Source: an optimization exercise on an open RTL-to-GDS flow (aim: small area and a short achievable clock period). Production flows keep margins and buffers that such runs may drop.
RTL that was checked went through simulation tests only; none was proved equivalent to the original.
Only the layout flow was run in runs 2 and 3; the RTL was not checked for function there.
Power and IR drop assume default switching activity.

==> flow/design.v (outline; a module is shown in full before it is edited, if it fits) <==
// module welt_rx_flight: 1098 lines
module welt_rx_flight (
    input  wire         clk,
    input  wire         rst,           
    input  wire         cfg_enc,       
    input  wire         in_valid,
    input  wire [255:0] in_data,       
    output reg          s_valid,
    output reg  [2:0]   s_kind,
    output reg          s_fwd,
    output reg          s_hfail,
    output reg          f_valid,
    output reg  [1:0]   f_result,
    output reg          f_crc_ok,
    output reg          f_hdr_ok,
    output reg  [15:0]  f_fseq,
    output reg          f_fill_next,
    output wire [15:0]  f_ack_seq,
    output wire         f_nak,
    output wire [1:0]   f_nak_rpl
);
  // ...
==> flow/flow/run.sh <==
#!/bin/bash
# Layout flow: the standard ORFS flow (standard.sh, unchanged synthesis),
# with ORFS settings passed through the environment:
#  - the port buffers that ORFS inserts on every input and output are
#    sky130_fd_sc_hd__buf_1 instead of ORFS's default pick (clkdlybuf4s50_1);
#  - ORFS's timing repair works to a setup slack margin of SETUP_SLACK_MARGIN ns;
set -euo pipefail
export BUFFER_PORTS_ARGS="-buffer_cell sky130_fd_sc_hd__buf_1"
export SETUP_SLACK_MARGIN=6.5
export POST_RESIZE_TCL="$(pwd)/flow/post_resize.tcl"
bash standard.sh > standard.log 2>&1
==> flow/flow/post_resize.tcl <==
# ORFS hook after the placement-stage repair_design (3_4_place_resized), before
# detailed placement legalizes: repair setup timing towards the margin too.
log_cmd repair_timing -setup -setup_margin 6.5 -repair_tns 100 -verbose
==> flow/standard.sh <==
#!/bin/bash
# synth_recipe.tcl (not shown) runs the flow's synth.tcl, then flattens the netlist and writes it again
# the make line also repeats each setting of config.mk as NAME=value (left out here)
make -C /OpenROAD-flow-scripts/flow DESIGN_CONFIG=/design/flow/config.mk WORK_HOME=/design/flow/orfs CLKGATE_MAP_FILE= SYNTH_SCRIPT=/design/flow/synth_recipe.tcl "${@:-finish}"
==> flow/config.mk <==
export PLATFORM = sky130hd
export DESIGN_NAME = welt_rx_flight
export DESIGN_NICKNAME = welt_rx_flight
export VERILOG_FILES = /design/flow/design.v
export SDC_FILE = /design/flow/constraint.sdc
export NUM_CORES = 4
export LEC_CHECK = 0
export CAP_MARGIN = 20
export CORE_MARGIN = 2
export CORE_UTILIZATION = 50
export SLEW_MARGIN = 20
==> flow/constraint.sdc <==
create_clock -name core_clock -period 10.0 [get_ports {clk}]
set_input_delay 2.0000 -clock core_clock [delete_from_list [all_inputs] [get_ports {clk}]]
set_output_delay 2.0000 -clock core_clock [all_outputs]
set_load 0.01 [all_outputs]
==> flow_summary.json, run 1 <==
{
  "run_status": "complete, no violations",
  "power_density_mw_per_mm2": 368,
  "clk_transition_reported_paths_ns": 0.06,
  "clock_area_frac": 0.0418,
  "sequential_cell_area_mm2": 0.00901,
  "worst_path_dominant_cell_family": "XOR/XNOR gates",
  "report.power.total_mw": 13.3,
  "switching_share": 0.458,
  "first_global_vias": 24300,
  "slowest_stage": "dfxtp_1",
  "post-synth-top-area-cell": "xnor2_1",
  "cp-startpoint": "d1[32]$_DFF_P_",
  "synth_top_cells_by_count": "xnor2_1, xor2_1, dfxtp_1, nor2_1, xnor3_1",
  "cts-buffers-inserted": 46,
  "ys_seq_elements": 433,
  "placement.io_buffers": 306,
  "synth.cell_area_mm2": 0.0318,
  "setup.worst_path.end_class": "flop",
  "grt_start_max_net_pins": 72,
  "insertedDiodeCount": 3,
  "met1_layer_usage_reported_by_global_route": 0.639,
  "reg2reg_to": "s[10]$_DFFE_PP_",
  "period_needed_ns": 3.84,
  "timing.hold.worst.class": "reg2reg",
  "detailedRoute.firstIterationViolations": 4791,
  "core.rowCount": 92,
  "fin_ws_ns": 6.16,
  "hpwlAfterDp_mm": 153,
  "maxSlewHeadroom": 0.153,
  "globalplace.congestion": 1.24,
  "power.clock.total_mw": 1.74,
  "worst_ep_required_time_ns": 10.38
}
==> inputs of run 2 (changes only) <==
--- a/flow/design.v
+++ b/flow/design.v
@@ -8,17 +8,17 @@
     output reg  [2:0]   s_kind,
     output reg          s_fwd,
     output reg          s_hfail,
     output reg          f_valid,
     output reg  [1:0]   f_result,
     output reg          f_crc_ok,
     output reg          f_hdr_ok,
     output reg  [15:0]  f_fseq,
-    output reg          f_fill_next,
+    output wire         f_fill_next,
     output wire [15:0]  f_ack_seq,
     output wire         f_nak,
     output wire [1:0]   f_nak_rpl
 );
     localparam [2:0] K_HEADER = 3'd0;
     localparam [2:0] K_DATA   = 3'd1;
     localparam [2:0] K_LINK   = 3'd2;
     localparam [2:0] K_FILL   = 3'd3;
@@ -36,17 +36,16 @@
         d1 <= in_data;
     end
     reg [8:0]  rem;         
     reg        rem_nz;      
     reg [8:0]  rem_saved;   
     reg        saved_nz;    
     reg        hfail_seen;
     reg [15:0] ack_seq;
-    reg [15:0] ack_seq_p1;  
     reg        nak;
     reg [1:0]  nak_rpl;
     reg [1:0]  last_rpl;    
     reg [4:0]  pos;         
     reg        fill_cur;    
     reg        restart;     
     reg [31:0] s;           
     wire [31:0] se = restart ? 32'h9a317c73 : s;    
@@ -954,62 +953,61 @@
     assign hs[14] = ((((t256 ^ t663) ^ (t695 ^ t776)) ^ ((t783 ^ t797) ^ (t835 ^ ((d1[204] ^ d1[248]) ^ t148)))) ^ ((((t480 ^ t529) ^ (t540 ^ t567)) ^ ((t601 ^ t625) ^ (t673 ^ t674))) ^ ((((t131 ^ t243) ^ (t286 ^ (d1[35] ^ d1[107]))) ^ t422) ^ (t739 ^ t768))));
     assign hs[15] = ((((t454 ^ t522) ^ (t523 ^ t614)) ^ ((t653 ^ t816) ^ (t842 ^ (t202 ^ t437)))) ^ ((((t837 ^ (d1[224] ^ t132)) ^ ((t175 ^ t215) ^ (t350 ^ t361))) ^ t824) ^ ((((t379 ^ t499) ^ (t528 ^ t558)) ^ t739) ^ (t765 ^ ((t597 ^ (d1[34] ^ d1[83])) ^ t453)))));
     wire is_seal = (pos == 5'd31);
     wire is_fill = (pos == 5'd0) && fill_cur;
     wire is_tag  = (pos == 5'd30) && cfg_enc;
     reg        v2;
     reg        seal2, fill2, tag2;
     reg [15:0] hs2;         
-    reg [21:0] f2;          
-    reg        fn2;         
+    reg [8:0]  len2;        
     reg        empty2;      
     reg        link2;       
     reg        lenz2;       
     reg        lenover2;    
     reg        eq0_2;       
     reg        acc2;        
     reg [1:0]  rpl2;        
     wire [15:0] d_fseq  = d1[15:0];
     wire [1:0]  d_rpl   = d1[38:37];
     wire        d_empty = d1[152];
-    wire        d_eq1   = (d_fseq == ack_seq_p1);
+    wire        d_eq1   = (d_fseq == ack_seq + 16'd1);
     wire        d_acc   = !d_empty && d_eq1 && (!nak || d_rpl != nak_rpl);
     always @(posedge clk) begin
         if (rst) begin
             pos      <= 5'd0;
             fill_cur <= 1'b0;
             restart  <= 1'b1;
             v2       <= 1'b0;
         end else begin
             v2 <= v1;
             if (v1) begin
                 pos     <= pos + 5'd1;
                 restart <= is_seal || is_fill;
                 s       <= s_next;
-                if (is_seal)
+                if (is_seal) begin
                     fill_cur <= d1[35];
+                    f_fseq   <= d_fseq;
+                end
             end
         end
         seal2  <= is_seal;
         fill2  <= is_fill;
         tag2   <= is_tag;
         hs2    <= hs ^ 16'ha53d;
-        f2     <= d1[21:0];
-        fn2    <= d1[35];
+        len2   <= d1[21:13];
         rpl2     <= d_rpl;
         empty2   <= d_empty;
         link2    <= (d1[10:0] == 11'h7FF);
         lenz2    <= (d1[21:13] == 9'd0);
         lenover2 <= (d1[21:13] > MAX_LEN);
         eq0_2    <= (d_fseq == ack_seq);
         acc2     <= d_acc;
     end
-    wire [8:0]  hdr_len  = f2[21:13];
-    wire [15:0] fseq     = f2[15:0];
+    wire [8:0]  hdr_len  = len2;
     wire        hbad2    = (hs2 != 16'd0);
     reg [2:0] kind;
     always @* begin
         if (seal2)              kind = K_SEAL;
         else if (fill2)         kind = K_FILL;
         else if (tag2)          kind = K_TAG;
         else if (rem_nz)        kind = K_DATA;
         else if (link2)         kind = K_LINK;
@@ -1038,17 +1036,16 @@
     always @(posedge clk) begin
         if (rst) begin
             rem        <= 9'd0;
             rem_nz     <= 1'b0;
             rem_saved  <= 9'd0;
             saved_nz   <= 1'b0;
             hfail_seen <= 1'b0;
             ack_seq    <= 16'hFFFF;
-            ack_seq_p1 <= 16'h0000;
             nak        <= 1'b0;
             nak_rpl    <= 2'd0;
             last_rpl   <= 2'd0;
             s_valid    <= 1'b0;
             f_valid    <= 1'b0;
         end else begin
             s_valid <= v2;
             f_valid <= v2 && seal2;
@@ -1063,18 +1060,17 @@
                     end
                     if (hfail)
                         hfail_seen <= 1'b1;
                 end else begin
                     hfail_seen <= 1'b0;
                     if (accept) begin
                         rem_saved  <= rem;
                         saved_nz   <= rem_nz;
-                        ack_seq    <= fseq;
-                        ack_seq_p1 <= fseq + 16'd1;
+                        ack_seq    <= f_fseq;
                         last_rpl   <= rpl2;
                         nak        <= 1'b0;
                     end else begin
                         rem    <= rem_saved;
                         rem_nz <= saved_nz;
                         if (!good && !nak) begin
                             nak     <= 1'b1;
                             nak_rpl <= last_rpl;
@@ -1084,15 +1080,14 @@
             end
         end
         s_kind      <= kind;
         s_fwd       <= fwd;
         s_hfail     <= hfail;
         f_result    <= result;
         f_crc_ok    <= crc_ok;
         f_hdr_ok    <= !hfail_seen;
-        f_fseq      <= fseq;
-        f_fill_next <= fn2;
     end
     assign f_ack_seq = ack_seq;
     assign f_nak     = nak;
     assign f_nak_rpl = nak_rpl;
+    assign f_fill_next = fill_cur;
 endmodule
==> flow/flow/post_resize.tcl (replaced) <==
# ORFS hook after the placement-stage repair_design (3_4_place_resized), before
# detailed placement legalizes: repair setup timing towards the margin too.
log_cmd repair_timing -setup -setup_margin $::env(SETUP_SLACK_MARGIN) -repair_tns 100 -verbose
==> run 2 against run 1 <==
Effect of this change: the flow now stops in placement repair; area after synthesis up 4.4%; synthesized cell count decreased by 7.4%.
==> flow_summary.json, run 2 <==
{
  "last-stage-reached": "placement repair",
  "synth.cell_area_mm2": 0.0332,
  "seq_area_frac_synth": 0.257,
  "mappedNetlistNets": 3085,
  "initial_core_util": 0.505,
  "synthesis.yosys.warnings": 1,
  "library_cell_with_the_highest_instance_count_after_synthesis": "xnor2_1",
  "synth-async-reset-ratio": 0,
  "chipWidth_um": 262,
  "core.rowCount": 94,
  "run_status": "aborted with a tool error",
  "synthFlopType": "dfxtp_1",
  "dieHeight_um": 262,
  "pin_count": 307,
  "post-synth-top-area-fraction": 0.278,
  "synth_cells": 2818,
  "post_synth_cell_types": 56,
  "number_of_flops_mapped_to_enable_cells_by_yosys": 48,
  "stop_error": "Error: resize.tcl, 39 can't read \"::env(SETUP_SLACK_MARGIN)\": no such variable",
  "post-synth-top-area-cell": "xnor2_1",
  "post_synth.cell_area_avg_um2": 11.8,
  "synth.area.top_cells": "xnor2_1, xnor3_1, dfxtp_1, xor2_1, edfxtp_1",
  "synth_top_cells_by_count": "xnor2_1, xnor3_1, dfxtp_1, xor2_1, clkbuf_1",
  "ys_seq_elements": 402,
  "globalplace.congestion": 1.35,
  "placement.io_buffers": 306
}
run 2: cells by family after synthesis:
kind of cell             synth area share
AO/OA/AOI/OAI                      0.0116
buffers and inverters              0.0281
multiplexers                      0.00313
AND/OR/NAND/NOR                    0.0448
XOR/XNOR                            0.653
adder cells (fa/ha/maj)           0.00264
flip-flops                          0.257
run 2: power by group through the flow:
stage,logic [mW],registers [mW],clock network [mW]
after global placement,8.56,2.54,0
after floorplan,6.38,2.21,0
run 2: metrics by stage:
| step | cells | hold slack [ns] |
|---|---|---|
| after global placement | 3835 | 0.421 |
| after floorplan | 2818 | 0.326 |
run 2: worst max-delay path by stage:
stage / start / slack [ns] / cells after the start / to
after global placement: rst / 5.84 / 4 / f_fseq[11]$_DFFE_PP_
after floorplan: rst / 6.57 / 3 / f_fseq[0]$_DFFE_PP_
==> inputs of run 3 (changes only) <==
==> flow/flow/run.sh (replaced) <==
#!/bin/bash
# Layout flow: the standard ORFS flow (standard.sh, unchanged synthesis),
# with two ORFS settings passed through the environment:
#  - the port buffers that ORFS inserts on every input and output are
#    sky130_fd_sc_hd__buf_1 instead of ORFS's default pick (clkdlybuf4s50_1);
set -euo pipefail
export BUFFER_PORTS_ARGS="-buffer_cell sky130_fd_sc_hd__buf_1"
export SETUP_SLACK_MARGIN=6.5
bash standard.sh > standard.log 2>&1
removed: flow/flow/post_resize.tcl
==> run 3 against run 2 <==
Effect of this change: now clean on timing, DRC and antenna; synthesized cell count unchanged; area after synthesis is the same.
==> flow_summary.json, run 3 <==
{
  "synth_xor_xnor_area_share": 0.653,
  "fillCellCount": 5455,
  "whs_path_depth": 2,
  "layout-drive-gt1-share": 0.101,
  "cts-htree-levels": 2,
  "worst_ep_required_time_ns": 10.35,
  "timing.critical_path.cells": "xnor2_2, xnor2_1, xnor2_2, xnor3_1, xnor2_1, xnor3_1",
  "initial_core_util": 0.505,
  "slowest_stage": "dfxtp_1",
  "cp.arrival_ns": 4.40,
  "synth_simple_gate_area_share": 0.0448,
  "power_report.internal_total_mw": 7.88,
  "power_density_mw_per_mm2": 368,
  "timing.hold.worst.class": "reg2reg",
  "highest-signal-layer": "met5",
  "antenna_violations_before_repair": 8,
  "seq_area_frac_synth": 0.257,
  "combPwrFrac": 0.686,
  "grt-ovfl-total": 0,
  "clk_transition_reported_paths_ns": 0.06,
  "critical_path_peak_fanout": 5,
  "synth-async-reset-ratio": 0,
  "hpwlAfterDp_mm": 145,
  "grt_usage": 0.538,
  "post-synth-top-area-cell": "xnor2_1",
  "timing.hold.worst_endpoint": "last_rpl[1]$_SDFFE_PP0P_",
  "run_status": "complete, no violations",
  "route.vias.total": 26500,
  "top_register": "d1",
  "yosys-mux-area-fraction": 0.00313,
  "met2_length_mm": 68.5,
  "globalplace.congestion": 1.35,
  "ys_seq_elements": 402,
  "mappedNetlistNets": 3085,
  "num-nets-final": 3299,
  "cts-buffers-inserted": 44,
  "pin_count": 307,
  "post_drt_wl_per_cell_um": 47.0,
  "setup.worst_path.class": "reg2reg",
  "critPathMaxStageDelay_ns": 1.19,
  "first_global_vias": 24700,
  "tightestPinTransition_ns": 1.30,
  "synth_cells": 2818,
  "dieHeight_um": 262,
  "synth.cell_area_mm2": 0.0332,
  "grt_start_max_net_pins": 71,
  "setup.worst_path.end_class": "flop",
  "route.final.wire_length_mm": 185,
  "post_synth.cell_area_avg_um2": 11.8,
  "detailedRoute.firstIterationViolations": 5458,
  "ratio_of_final_minimum_period_to_clock_period": 0.405,
  "largest_reg_flops": 256,
  "period_needed_ns": 4.05,
  "leakage_nw": 15.9,
  "drcViolationCount": 0,
  "worst_r2r_src": "d1[225]$_DFF_P_",
  "post-synth-top-area-fraction": 0.278,
  "post_synth_cell_types": 56,
  "vdd.ir_drop.worst_v": 0.000176,
  "library_cell_with_the_highest_instance_count_after_synthesis": "xnor2_1",
  "final_max_slew_viol_count": 0,
  "syn2layout_area_growth_pct": 13.0,
  "synth_top_cells_by_count": "xnor2_1, xnor3_1, dfxtp_1, xor2_1, clkbuf_1",
  "setup_total_neg_slack_ns": 0,
  "route.antenna.remaining_nets": 0,
  "drt_pre_antenna_iters": 9,
  "power.net_switching_mw": 5.93,
  "r2r_slack_ns": 5.95,
  "clock_network_power_share": 0.127,
  "finalSetupViolCount": 0,
  "synthFlopType": "dfxtp_1",
  "maxSlewHeadroom": 0.125,
  "post_synth_fa_ha_maj_area_fraction": 0.00264,
  "maxCapViolCount": 0,
  "core.rowCount": 94,
  "rsz0062_at_grt": "yes",
  "postCtsHoldBufs": 0,
  "first_pass_grt_wire_length_mm": 235,
  "synth_top_family_by_area": "XOR/XNOR gates",
  "clock_tree.buffer_depth": 3,
  "worstSetupStartpointType": "flop",
  "via_per_inst": 6.72,
  "chipWidth_um": 262,
  "met1Wirelength_mm": 58.0,
  "postLayoutCoreUtil": 0.570,
  "worst_skew_pair.late_latency_ns": 0.63,
  "core_region_area_mm2": 0.0657,
  "peak_clock_frequency_supported_by_timing_mhz": 247,
  "synth_compound_area_frac": 0.0116,
  "reg2reg_to": "s[5]$_DFFE_PP_",
  "met3RoutedLength_mm": 34.9,
  "pwr-share-seq": 0.187,
  "synth.area.top_cells": "xnor2_1, xnor3_1, dfxtp_1, xor2_1, edfxtp_1",
  "clock_tree.root_cell": "clkbuf_16",
  "worst_r2r_path_depth": 6,
  "layout.cells.most_common": "xnor2_1",
  "hold_path.startpoint": "rpl2[1]$_DFF_P_",
  "number_of_flops_mapped_to_enable_cells_by_yosys": 48,
  "placement.io_buffers": 306,
  "synthesis.yosys.warnings": 1,
  "layout.cells.most_common_list": "xnor2_1, xnor3_1, dfxtp_1",
  "report.power.total_mw": 13.8,
  "finalHoldViolations": 0,
  "switching_share": 0.429,
  "reg.largest.list": "d1 x256, s x32",
  "numClockSinks": 402,
  "final.setup_skew_ns": 0.0349,
  "die_area_mm2": 0.0684,
  "cts_tree": "yes"
}
[run 3: cell counts after synthesis]
Identical to the previous run, type by type.
[run 3: critical path: cells and delay by family, from the launching register on]
family / cells / cell delay [ns]
xor+xnor: 6 / 2.60
flops: 1 / 1.19
[run 3: power by group through the flow]
stage | Combinational, mW | Clock [mW] | Sequential [mW]
global placement | 8.56 | 0 | 2.54
CTS | 8.64 | 1.76 | 2.52
finish | 9.47 | 1.76 | 2.59
detailed placement | 8.54 | 0 | 2.55
floorplan | 6.38 | 0 | 2.21
global route | 9.35 | 1.82 | 2.55
[run 3: layout make-up]
type,count,area (um2),share of cell area
flip-flops and latches,402,8560,0.228
well taps,864,1080,0.0288
clock inverters,26,297,0.00791
inverters,17,63.8,0.00170
clock buffers,55,1230,0.0329
repair buffers,372,1700,0.0454
multi-input cells,2195,24500,0.654
diodes,7,17.5,0.000467
[run 3: how the worst max path moves through the flow]
| stage | startpoint | to | cells past startpoint |
|---|---|---|---|
| floorplan | rst | f_fseq[0]$_DFFE_PP_ | 3 |
| global placement | rst | f_fseq[11]$_DFFE_PP_ | 4 |
| detailed placement | s[25]$_DFFE_PP_ | rem_saved[8]$_SDFFE_PP0P_ | 6 |
| CTS | d1[205]$_DFF_P_ | s[2]$_DFFE_PP_ | 6 |
| global route | d1[225]$_DFF_P_ | s[5]$_DFFE_PP_ | 6 |
| finish | d1[225]$_DFF_P_ | s[5]$_DFFE_PP_ | 6 |
[run 3: cells by family after synthesis]
group | after synthesis
compound gates | 65
simple gates | 307
fa+ha+maj | 7
xor+xnor | 1806
flops | 402
mux | 10
buf+inv | 221
[run 3: repair_timing]
action	CTS	global route
setup endpoints to repair	54	62
pin swaps	1	1
resized for setup	39	62
buffers inserted	4	4
[run 3: metrics by stage]
step	cells	setup WS, ns	cell area, um2	hold slack (ns)
floorplan	2818	6.57	33200	0.326
global placement	3835	5.84	34900	0.421
detailed placement	3836	5.94	35000	0.432
CTS	3921	6.49	36800	0.442
global route	3931	6.30	37500	0.446
finish	3938	5.95	37500	0.444
[run 3: per-layer routing]
metal,track usage,up-vias
met1,0.572,12600
li1,-,9440
met3,0.370,1110
met5,0.0257,-
met2,0.710,3259
met4,0.471,11

## separate check: timing with driven ports
How much do the figures lean on ideal ports? The routed layouts below were timed once more, with nothing changed but the port constraints.
Step 1: set_driving_cell puts a clkbuf_16 on clk and a buf_2 on each other input, an assumption about the parent block.
Step 2 adds t to the input delays and takes it off the output delays; t is the mean of the earliest and latest rising clock arrival at the registers after step 1. Input paths then give back, and output paths get back, about the clock's delay inside the block.
Three values: no drivers, after step 1, after step 2; two values: the first two.
run	t, ns	slack for setup (ns)	hold slack, ns	worst setup path at the end	pins driven straight from the clock port
run 1	0.678	6.162 / 6.162 / 6.162	0.362 / 0.362 / 0.362	register to register	1
run 3	0.679	5.947 / 5.947 / 5.947	0.444 / 0.444 / 0.444	register to register	1
After both steps setup and hold are still met in every run listed.
